This design comes from an exercise in tuning for small area, a short achievable clock period and few clock cycles per item on the open sky130 flow, not from production work.
Only simulation tests tie the RTL to the original design; equivalence was not proved.

--- design/flow/run.sh ---
#!/bin/bash
# synth_recipe.tcl (not shown) runs the flow's synth.tcl, then flattens the netlist and writes it again
# the make line also repeats each setting of config.mk as NAME=value (left out here)
make -C /OpenROAD-flow-scripts/flow DESIGN_CONFIG=/design/flow/config.mk WORK_HOME=/design/flow/orfs CLKGATE_MAP_FILE= SYNTH_SCRIPT=/design/flow/synth_recipe.tcl finish
--- design/flow/config.mk ---
export PLATFORM = sky130hd
export DESIGN_NAME = cp2_tally
export DESIGN_NICKNAME = cp2_tally
export VERILOG_FILES = /design/flow/design.v
export SDC_FILE = /design/flow/constraint.sdc
export NUM_CORES = 4
export LEC_CHECK = 0
export CAP_MARGIN = 20
export CORE_MARGIN = 2
export CORE_UTILIZATION = 40
export SLEW_MARGIN = 20
--- design/flow/constraint.sdc ---
create_clock -name core_clock -period 22.0 [get_ports {clk}]
set_input_delay 4.4000 -clock core_clock [delete_from_list [all_inputs] [get_ports {clk}]]
set_output_delay 4.4000 -clock core_clock [all_outputs]
set_load 0.01 [all_outputs]
--- design/flow/design.v ---
module cp2_tally (
    input  wire         clk,
    input  wire         rst,
    input  wire         in_valid,
    output reg          in_ready,
    input  wire         in_meter,
    input  wire [255:0] in_rec,
    input  wire [63:0]  in_len,
    input  wire [1:0]   in_colour,
    input  wire [59:0]  in_now,
    output reg          out_valid,
    input  wire         out_ready,
    output reg  [255:0] out_rec,
    output reg  [1:0]   out_colour,
    output reg          out_bad
);
    localparam [22:0] DIVISOR = 23'd8000000;
    reg          meter;
    reg  [255:0] rec;
    reg  [63:0]  len;
    reg  [1:0]   colour;
    reg  [59:0]  now;
    reg  [23:0]  dlo;        
    always @(posedge clk) begin
        meter  <= in_meter;
        rec    <= in_rec;
        len    <= in_len;
        colour <= in_colour;
        now    <= in_now;
        dlo    <= in_now[23:0] - in_rec[215:192];
    end
    wire [31:0] cir   = rec[31:0];
    wire [31:0] pir   = rec[63:32];
    wire [31:0] cbs   = rec[95:64];
    wire [31:0] pbs   = rec[127:96];
    wire [31:0] tc    = rec[159:128];
    wire [31:0] tp    = rec[191:160];
    wire [59:0] last  = rec[251:192];
    wire [1:0]  mode  = rec[253:252];
    wire        aware = rec[254];
    wire        tr    = mode[0];
    reg         hv;          
    reg  [3:0]  st;          
    reg         slow;        
    reg         late;        
    wire        acc = in_valid & in_ready;
    wire        mvalid = meter & ~mode[1];
    wire [3:0]  fstep  = ~mvalid ? 4'd0 :
                         slow ? (tr ? 4'd11 : 4'd6) :
                                (tr ? 4'd5  : 4'd3);
    wire        hv_n  = in_valid & ~acc & ~rst;
    wire [3:0]  st_n  = (hv & hv_n) ? ((st == fstep) ? st : st + 4'd1) : 4'd0;
    wire        ov_n  = ~rst & (acc | (out_valid & ~out_ready));
    wire        new_mvalid = in_meter & ~in_rec[253];
    wire        rdy_n = hv_n & ~ov_n &
                        ((hv & hv_n) ? (st_n == fstep) : ~new_mvalid);
    always @(posedge clk) begin
        hv        <= hv_n;
        st        <= st_n;
        out_valid <= ov_n;
        in_ready  <= rdy_n;
    end
    reg  [2:0]  m_y;
    reg         m_p;         
    reg         m_acc;       
    reg         m_sat;       
    reg         d_l;         
    reg         w_rl, w_qc, w_fc, w_qp, w_fp, w_sc, w_sp;
    always @(*) begin
        m_y = 3'd0; m_p = 1'b0; m_acc = 1'b0; m_sat = 1'b0; d_l = 1'b0;
        w_rl = 1'b0; w_qc = 1'b0; w_fc = 1'b0; w_qp = 1'b0; w_fp = 1'b0;
        w_sc = 1'b0; w_sp = 1'b0;
        if (st == 4'd0) begin
            d_l = 1'b1; w_rl = 1'b1; m_y = 3'd0;
        end else if (!slow) begin
            case (st)
                4'd1: begin w_qc = 1'b1; m_y = 3'd1; end
                4'd2: begin w_fc = 1'b1; m_y = 3'd4; m_p = 1'b1; end
                4'd3: begin w_qp = 1'b1; m_y = 3'd1; m_p = 1'b1; end
                4'd4: begin w_fp = 1'b1; end
                default: ;
            endcase
        end else begin
            case (st)
                4'd1: begin m_y = 3'd2; end
                4'd2: begin m_y = 3'd3; m_acc = 1'b1; m_sat = 1'b1; w_sc = 1'b1; end
                4'd3: begin m_y = 3'd4; m_acc = 1'b1; m_sat = 1'b1; w_sc = 1'b1; end
                4'd4: begin w_qc = 1'b1; w_sc = 1'b1; m_y = 3'd1; end
                4'd5: begin w_fc = 1'b1; end
                4'd6: begin m_y = 3'd2; m_p = 1'b1; end
                4'd7: begin m_y = 3'd3; m_p = 1'b1; m_acc = 1'b1; m_sat = 1'b1; w_sp = 1'b1; end
                4'd8: begin m_y = 3'd4; m_p = 1'b1; m_acc = 1'b1; m_sat = 1'b1; w_sp = 1'b1; end
                4'd9: begin w_qp = 1'b1; w_sp = 1'b1; m_y = 3'd1; m_p = 1'b1; end
                4'd10: begin w_fp = 1'b1; end
                default: ;
            endcase
        end
    end
    reg  [57:0] x;           
    reg  [59:0] dt;
    reg  [22:0] rl;          
    reg  [34:0] qc, qp;      
    reg  [22:0] rc, rp;      
    reg  [22:0] fc, fp;      
    reg         satc, satp;
    reg  [23:0] my;
    always @(*) begin
        case (m_y)
            3'd0: my = dlo;
            3'd1: my = {1'b0, rl};
            3'd2: my = {12'd0, dt[59:48]};
            3'd3: my = dt[47:24];
            default: my = dt[23:0];
        endcase
    end
    wire [31:0] mr    = m_p ? pir : cir;
    wire [57:0] x_n   = (m_acc ? {x[33:0], 24'd0} : 58'd0) + my * mr;
    wire        x_big = |x[57:33];
    wire [59:0] dv_x  = d_l ? last : {2'b0, x};
    wire [50:0] dv_xp = dv_x[59:9];
    wire [87:0] xs0  = {37'd0, dv_xp};
    wire [43:0] t37 = (xs0 << 37) >> 47;
    wire [43:0] t33 = (xs0 << 33) >> 47;
    wire [43:0] t31 = (xs0 << 31) >> 47;
    wire [43:0] t28 = (xs0 << 28) >> 47;
    wire [43:0] t25 = (xs0 << 25) >> 47;
    wire [43:0] t20 = (xs0 << 20) >> 47;
    wire [43:0] t16 = (xs0 << 16) >> 47;
    wire [43:0] t14 = (xs0 << 14) >> 47;
    wire [43:0] t9  = (xs0 << 9)  >> 47;
    wire [43:0] t7  = (xs0 << 7)  >> 47;
    wire [43:0] t4  = (xs0 << 4)  >> 47;
    wire [43:0] t2  = (xs0 << 2)  >> 47;
    wire [43:0] t0  = xs0 >> 47;
    wire [43:0] dv_p = t37 + t33 + ~t31 + t28 + ~t25 + ~t20 + ~t16 + t14 + t9
                       + ~t7 + ~t4 + ~t2 + ~t0;
    wire [39:0] dv_qe = dv_p[43:4];
    wire [15:0] dv_r0 = dv_xp[15:0] - dv_qe[15:0] * 16'd15625;
    wire        dv_g2 = (dv_r0 >= 16'd31250);
    wire        dv_g1 = (dv_r0 >= 16'd15625);
    wire [1:0]  dv_inc = dv_g2 ? 2'd2 : (dv_g1 ? 2'd1 : 2'd0);
    wire [13:0] dv_r  = dv_g2 ? (dv_r0 - 16'd31250) : (dv_g1 ? (dv_r0 - 16'd15625) : dv_r0);
    wire [34:0] dv_q  = dv_qe[34:0] + {33'd0, dv_inc};
    wire [22:0] dv_rem = {dv_r, dv_x[8:0]};
    wire [60:0] dt_full = {1'b0, now} - {1'b0, last};
    always @(posedge clk) begin
        x <= x_n;
        if (st == 4'd0) begin
            dt   <= dt_full[59:0];
            late <= dt_full[60];
            slow <= ~dt_full[60] & (|dt_full[59:24]);
            satc <= 1'b0;
            satp <= 1'b0;
        end
        if (w_rl) rl <= dv_rem;
        if (w_qc) begin qc <= dv_q; rc <= dv_rem; end
        if (w_fc) fc <= dv_rem;
        if (w_qp) begin qp <= dv_q; rp <= dv_rem; end
        if (w_fp) fp <= dv_rem;
        if (w_sc && ((m_sat && x_big) || (w_qc && x[57]))) satc <= 1'b1;
        if (w_sp && ((m_sat && x_big) || (w_qp && x[57]))) satp <= 1'b1;
    end
    wire [63:0] pk_sum = {1'b0, rec[62:0]} + 64'd1;
    wire [64:0] by_sum = {1'b0, rec[127:64]} + {1'b0, len};
    wire        pk_sat = pk_sum[63];
    wire        by_sat = by_sum[64];
    wire [62:0] pk_new = pk_sat ? {63{1'b1}} : pk_sum[62:0];
    wire [63:0] by_new = by_sat ? {64{1'b1}} : by_sum[63:0];
    wire        sat_new = rec[63] | pk_sat | by_sat;
    wire [23:0] sum_c = {1'b0, rc} + {1'b0, fc};
    wire [23:0] sum_p = {1'b0, rp} + {1'b0, fp};
    wire        cy_c  = (sum_c >= {1'b0, DIVISOR});
    wire        cy_p  = (sum_p >= {1'b0, DIVISOR});
    wire [36:0] cr_c  = late ? 37'd0 : satc ? (37'd1 << 34) : ({2'b0, qc} + {36'd0, cy_c});
    wire [36:0] cr_p  = late ? 37'd0 : satp ? (37'd1 << 34) : ({2'b0, qp} + {36'd0, cy_p});
    wire        cin_green  = (colour == 2'd0);
    wire        cin_yellow = (colour == 2'd1);
    wire        cin_red    = colour[1];
    wire        len_hi     = |len[63:32];
    wire [31:0] len_lo     = len[31:0];
    wire [37:0] e_c   = {6'd0, tc} + {1'b0, cr_c} - {6'd0, cbs};    
    wire        over  = ~e_c[37] & (|e_c[36:0]);
    wire [31:0] s_c   = tc + cr_c[31:0];
    wire [31:0] tc1   = over ? cbs : s_c;
    wire [37:0] u     = tr ? ({6'd0, tp} + {1'b0, cr_p})
                           : ({6'd0, tp} + (over ? e_c : 38'd0));
    wire [37:0] u_pbs = u - {6'd0, pbs};
    wire        u_gt  = ~u_pbs[37] & (|u_pbs[36:0]);
    wire [31:0] tp1   = u_gt ? pbs : u[31:0];
    wire        tc_ge = ~len_hi & (tc1 >= len_lo);
    wire        tp_ge = ~len_hi & (tp1 >= len_lo);
    reg  [31:0] tc_new;
    reg  [31:0] tp_new;
    reg  [1:0]  col_new;
    always @(*) begin
        tc_new = tc1;
        tp_new = tp1;
        if (!tr) begin
            if ((!aware || cin_green) && tc_ge) begin
                tc_new  = tc1 - len_lo;
                col_new = 2'd0;
            end else if ((!aware || !cin_red) && tp_ge) begin
                tp_new  = tp1 - len_lo;
                col_new = 2'd1;
            end else begin
                col_new = 2'd2;
            end
        end else begin
            if ((aware && cin_red) || !tp_ge) begin
                col_new = 2'd2;
            end else begin
                tp_new = tp1 - len_lo;
                if ((aware && cin_yellow) || !tc_ge) begin
                    col_new = 2'd1;
                end else begin
                    tc_new  = tc1 - len_lo;
                    col_new = 2'd0;
                end
            end
        end
    end
    always @(posedge clk) begin
        if (acc) begin
            if (!meter) begin
                out_rec    <= {128'd0, by_new, sat_new, pk_new};
                out_colour <= 2'd0;
                out_bad    <= 1'b0;
            end else if (mode[1]) begin
                out_rec    <= rec;
                out_colour <= 2'd0;
                out_bad    <= 1'b1;
            end else begin
                out_rec    <= {1'b0, aware, mode, now, tp_new, tc_new,
                               pbs, cbs, pir, cir};
                out_colour <= col_new;
                out_bad    <= 1'b0;
            end
        end
    end
endmodule
==> summary.txt <==
result of the run: no timing/DRC/antenna violations
detailed-route wire length per cell: 25.7 um
largest net degree at the start of global routing: 135
CTS tree: yes
starting density of the core: 40.1%
residual overflow from global routing: 0
post-route cell area: 108,000 um^2
maximum fanout count along the critical path: 28
CP endpoint kind: flip-flop
number of levels the H-tree was split into: 3
max frequency: 0.0486 GHz
Syn Inst Count: 9,816
worst slew pin tran: 1.26 ns
post-CTS setup buffer count: 0
sequential cell area fraction in the yosys report: 26.7%
clock insertion delay at the later pin of the skew report: 0.81 ns
global routing usage on met2: 43.1%
Synth top area share: 20.7%
ratio of routed vias to standard cells: 5.64
number of placement rows: 177
cell with the largest stage delay on the worst path: sky130_fd_sc_hd__nor2_2
cell area after synthesis: 93,000 um^2
wire length of the first global-routing pass: 507 mm
number of distinct library cell variants in the gate-level netlist after synthesis: 101
Core ar.: 232,000 um^2
total count of max-transition violations in the final report: 0
reg2reg path depth: 84
Relative slew margins: 15.5%
worst path required time: 22.62 ns
delay of the slowest cell on the worst path: 0.63 ns
dominant cell type by area after synthesis: sky130_fd_sc_hd__fa_1
IO Pins: 648
time the final worst path needs with I/O delays and setup: 20.56 ns
Total Die Area: 236,000 um^2
max-cap viol count: 0
number of enable flip-flop cells after synthesis: 505
initial antenna violation count: 27
clock input transition at the sequential cells of the worst setup and hold paths: 0.06 ns
setup repair after global routing missed its margin: false
end point of the worst hold path: satc$_SDFFE_PP1P_
total number of nets in the final design: 12,624
total routing resource utilization after global routing: 28.9%
library cell appearing most often on the critical path: sky130_fd_sc_hd__a21o_1
met3 track demand over resource in global routing: 6.95%
Synth Register Bits: 990
summed negative setup slack over all endpoints: 0 ns
Hold Crit Class: reg2reg
Final Skew: 0.0623 ns
critical path launch point type: flip-flop
drt drc: 0
final cycle utilization of the critical path: 93.4%
critical path start-end classification: reg2reg
global placement routability congestion: 0.980
number of nets in the synthesized netlist: 12,014
synth top area cells: sky130_fd_sc_hd__fa_1 21%, sky130_fd_sc_hd__edfxtp_1 16%, sky130_fd_sc_hd__ha_1 11%
iteration count of the initial detailed-routing pass: 8
number of routed nets with antenna violations: 0
layer carrying the most global-route usage: met2
via count: 76,600
Worst Hold Depth: 2
Worst R2R Start: rc[1]$_DFFE_PP_
Reg2Reg Setup Slack: 1.44 ns
Most used DFF post-synth: sky130_fd_sc_hd__edfxtp_1
via count of the first global-routing pass: 75,904
sum of routed wire length over all layers: 349 mm
placed instance area: 103,000 um^2
clock buffers created by TritonCTS: 114
count leader, synth: sky130_fd_sc_hd__inv_1
buffer type at the clock tree root: sky130_fd_sc_hd__clkbuf_16
sinks on the clock net: 990
count of port buffers added during placement: 647
die width: 486 um
share of post-route cells with drive strength above 1: 4.65%
Avg Synthesized Cell Area: 9.48 um^2
number of warnings printed during yosys synthesis: 1
area grow syn2layout: 15.6%
die span in y: 486 um
half-perimeter wire length of the detailed placement result: 287 mm
data arrival time of the worst path: 21.17 ns
capture point of the worst reg-to-reg path: out_rec[135]$_SDFFCE_PN0P_
Final Hold Vio Count: 0
top cells by instance count after synthesis: 1,412 x sky130_fd_sc_hd__inv_1, 995 x sky130_fd_sc_hd__nand2_1, 963 x sky130_fd_sc_hd__fa_1
Global Route met1 Usage: 40.7%
number of design-rule violations left by the first detailed-router iteration: 7,423
# setup viols final: 0
async set or reset register ratio after synthesis: 0%
maximum number of buffers from clock root to sink: 3
-- flip-flops by register name (all words and copies together), names as in the netlist, 2 cells and up, named ones only --
| signal | count |
|---|---|
| dt | 60 |
| len | 64 |
| fp | 23 |
| out_rec | 256 |
| colour | 2 |
| fc | 23 |
| rc | 23 |
| qp | 35 |
| rl | 23 |
| qc | 35 |
| x | 58 |
| rp | 23 |
| rec | 256 |
| now | 60 |
| dlo | 24 |
| st | 4 |
| out_colour | 2 |
-- area by class of cell --
| class | instances | area [um^2] |
|---|---|---|
| diodes | 11 | 27.5 |
| clock buffers | 160 | 3360 |
| clock inverters | 57 | 648 |
| fillers | 21900 | 124000 |
| inverters | 1414 | 5320 |
| multi-input cells | 7135 | 62100 |
| flip-flops and latches | 990 | 24900 |
| well taps | 3043 | 3810 |
| repair buffers | 771 | 7440 |
-- cells in the final DEF, fill, tap and decap left out, types with 66 or more instances in the layout --
| master | n |
|---|---|
| sky130_fd_sc_hd__buf_4 | 121 |
| sky130_fd_sc_hd__clkbuf_16 | 125 |
| sky130_fd_sc_hd__and2_1 | 91 |
| sky130_fd_sc_hd__a21oi_1 | 485 |
| sky130_fd_sc_hd__inv_1 | 1411 |
| sky130_fd_sc_hd__edfxtp_1 | 505 |
| sky130_fd_sc_hd__dfxtp_1 | 482 |
| sky130_fd_sc_hd__ha_1 | 848 |
| sky130_fd_sc_hd__nand2b_1 | 86 |
| sky130_fd_sc_hd__clkdlybuf4s50_1 | 647 |
| sky130_fd_sc_hd__o21a_1 | 97 |
| sky130_fd_sc_hd__nor2_1 | 738 |
| sky130_fd_sc_hd__nand3_1 | 145 |
| sky130_fd_sc_hd__xor2_1 | 237 |
| sky130_fd_sc_hd__and3_1 | 102 |
| sky130_fd_sc_hd__a21o_1 | 257 |
| sky130_fd_sc_hd__fa_1 | 963 |
| sky130_fd_sc_hd__nor3_1 | 149 |
| sky130_fd_sc_hd__nand4_1 | 92 |
| sky130_fd_sc_hd__mux2i_1 | 165 |
| sky130_fd_sc_hd__xnor2_1 | 329 |
| sky130_fd_sc_hd__nor2b_1 | 78 |
| sky130_fd_sc_hd__a211oi_1 | 66 |
| sky130_fd_sc_hd__nand2_1 | 993 |
| sky130_fd_sc_hd__o21ai_0 | 344 |
-- cell families (layout without fill, tap and decap cells) --
group / Yosys count / in the layout / synth area share, %
AO/OA/AOI/OAI: 1797 / 1797 / 12.7
XOR/XNOR: 569 / 569 / 5.37
adder cells (fa/ha/maj): 1812 / 1812 / 32.1
buffers and inverters: 1691 / 2402 / 6.85
flip-flops: 990 / 990 / 26.7
multiplexers: 244 / 244 / 2.79
other: 0 / 11 / 0
AND/OR/NAND/NOR: 2713 / 2713 / 13.4
-- per-layer routing --
layer	routed length (um)	share of wire (%)	up-vias
met5	126	0.036	-
met4	14900	4.3	18
met2	148000	43	3536
met3	33900	9.7	590
met1	152000	43	38160
li1	-	-	34296
-- worst max-delay path: cells and delay by family, from the launching register on --
kind	cells	cell delay (ns)
AO/OA/AOI/OAI	40	8.83
XOR/XNOR	3	0.57
adder cells (fa/ha/maj)	8	2.70
buffers and inverters	3	0.36
flip-flops	1	0.40
multiplexers	2	0.64
AND/OR/NAND/NOR	28	6.79
-- stage by stage --
step                hold WS (ns)  cells  util (%)  setup WS (ns)
detailed placement         0.504  13353      44.6          0.818
floorplan                  0.450   9816         -           3.96
finish                     0.484  13581      46.4           1.44
CTS                        0.500  13570      46.4          0.737
global placement           0.482  13352      44.6           1.11
global route               0.511  13571      46.4        0.00840
-- worst max path at each step --
stage | from | end | slack [ns] | cells after the start
2_1_floorplan | rc[1]$_DFFE_PP_ | out_rec[191]$_SDFFCE_PN0P_ | 3.96 | 88
3_3_place_gp | rc[1]$_DFFE_PP_ | out_rec[161]$_SDFFCE_PN0P_ | 1.11 | 81
3_5_place_dp | rc[1]$_DFFE_PP_ | out_rec[161]$_SDFFCE_PN0P_ | 0.82 | 82
4_1_cts | rc[1]$_DFFE_PP_ | out_rec[161]$_SDFFCE_PN0P_ | 0.74 | 82
5_1_grt | rc[1]$_DFFE_PP_ | out_rec[191]$_SDFFCE_PN0P_ | 0.008 | 85
6_report | rc[1]$_DFFE_PP_ | out_rec[135]$_SDFFCE_PN0P_ | 1.44 | 84
-- timing repair --
item | 4_1_cts | 5_1_grt
endpoints found under the hold margin | 0 | 0
hold buffers | 0 | 0
resized for setup | 0 | 11
setup endpoints to repair | 0 | 66
Testbench counts, summed over its fixed seeds: cycles 12,790, items 3,200.

[separate check: timing with driven ports]
How much do the figures lean on ideal ports? The routed layout below was timed once more, with nothing changed but the port constraints.
Step 1 (the two cells are an assumption about what drives the block):
set clk [get_ports {clk}]
set_driving_cell -lib_cell sky130_fd_sc_hd__clkbuf_16 $clk
set_driving_cell -lib_cell sky130_fd_sc_hd__buf_2 [delete_from_list [all_inputs] $clk]
Step 2 moves the port delays by t, midway between the first and last clock arrival at a register: inputs arrive t later, outputs are due t later. That takes back most of the time a late clock gives input paths.
Slacks: no drivers / after step 1 / after step 2; pairs: no drivers / after step 1.
t (ns): 0.870
setup WS [ns]: 1.443 / 1.443 / 1.443
latest minus earliest clock arrival (ns): 0.066 / 0.066
worst data-port slew with drivers (ns): 0.13
pins driven straight from the clock port: 1
After both steps this run still meets setup and hold. The setup slack of this run moves by 0.000 ns with the drivers and by 0.000 ns with both steps.
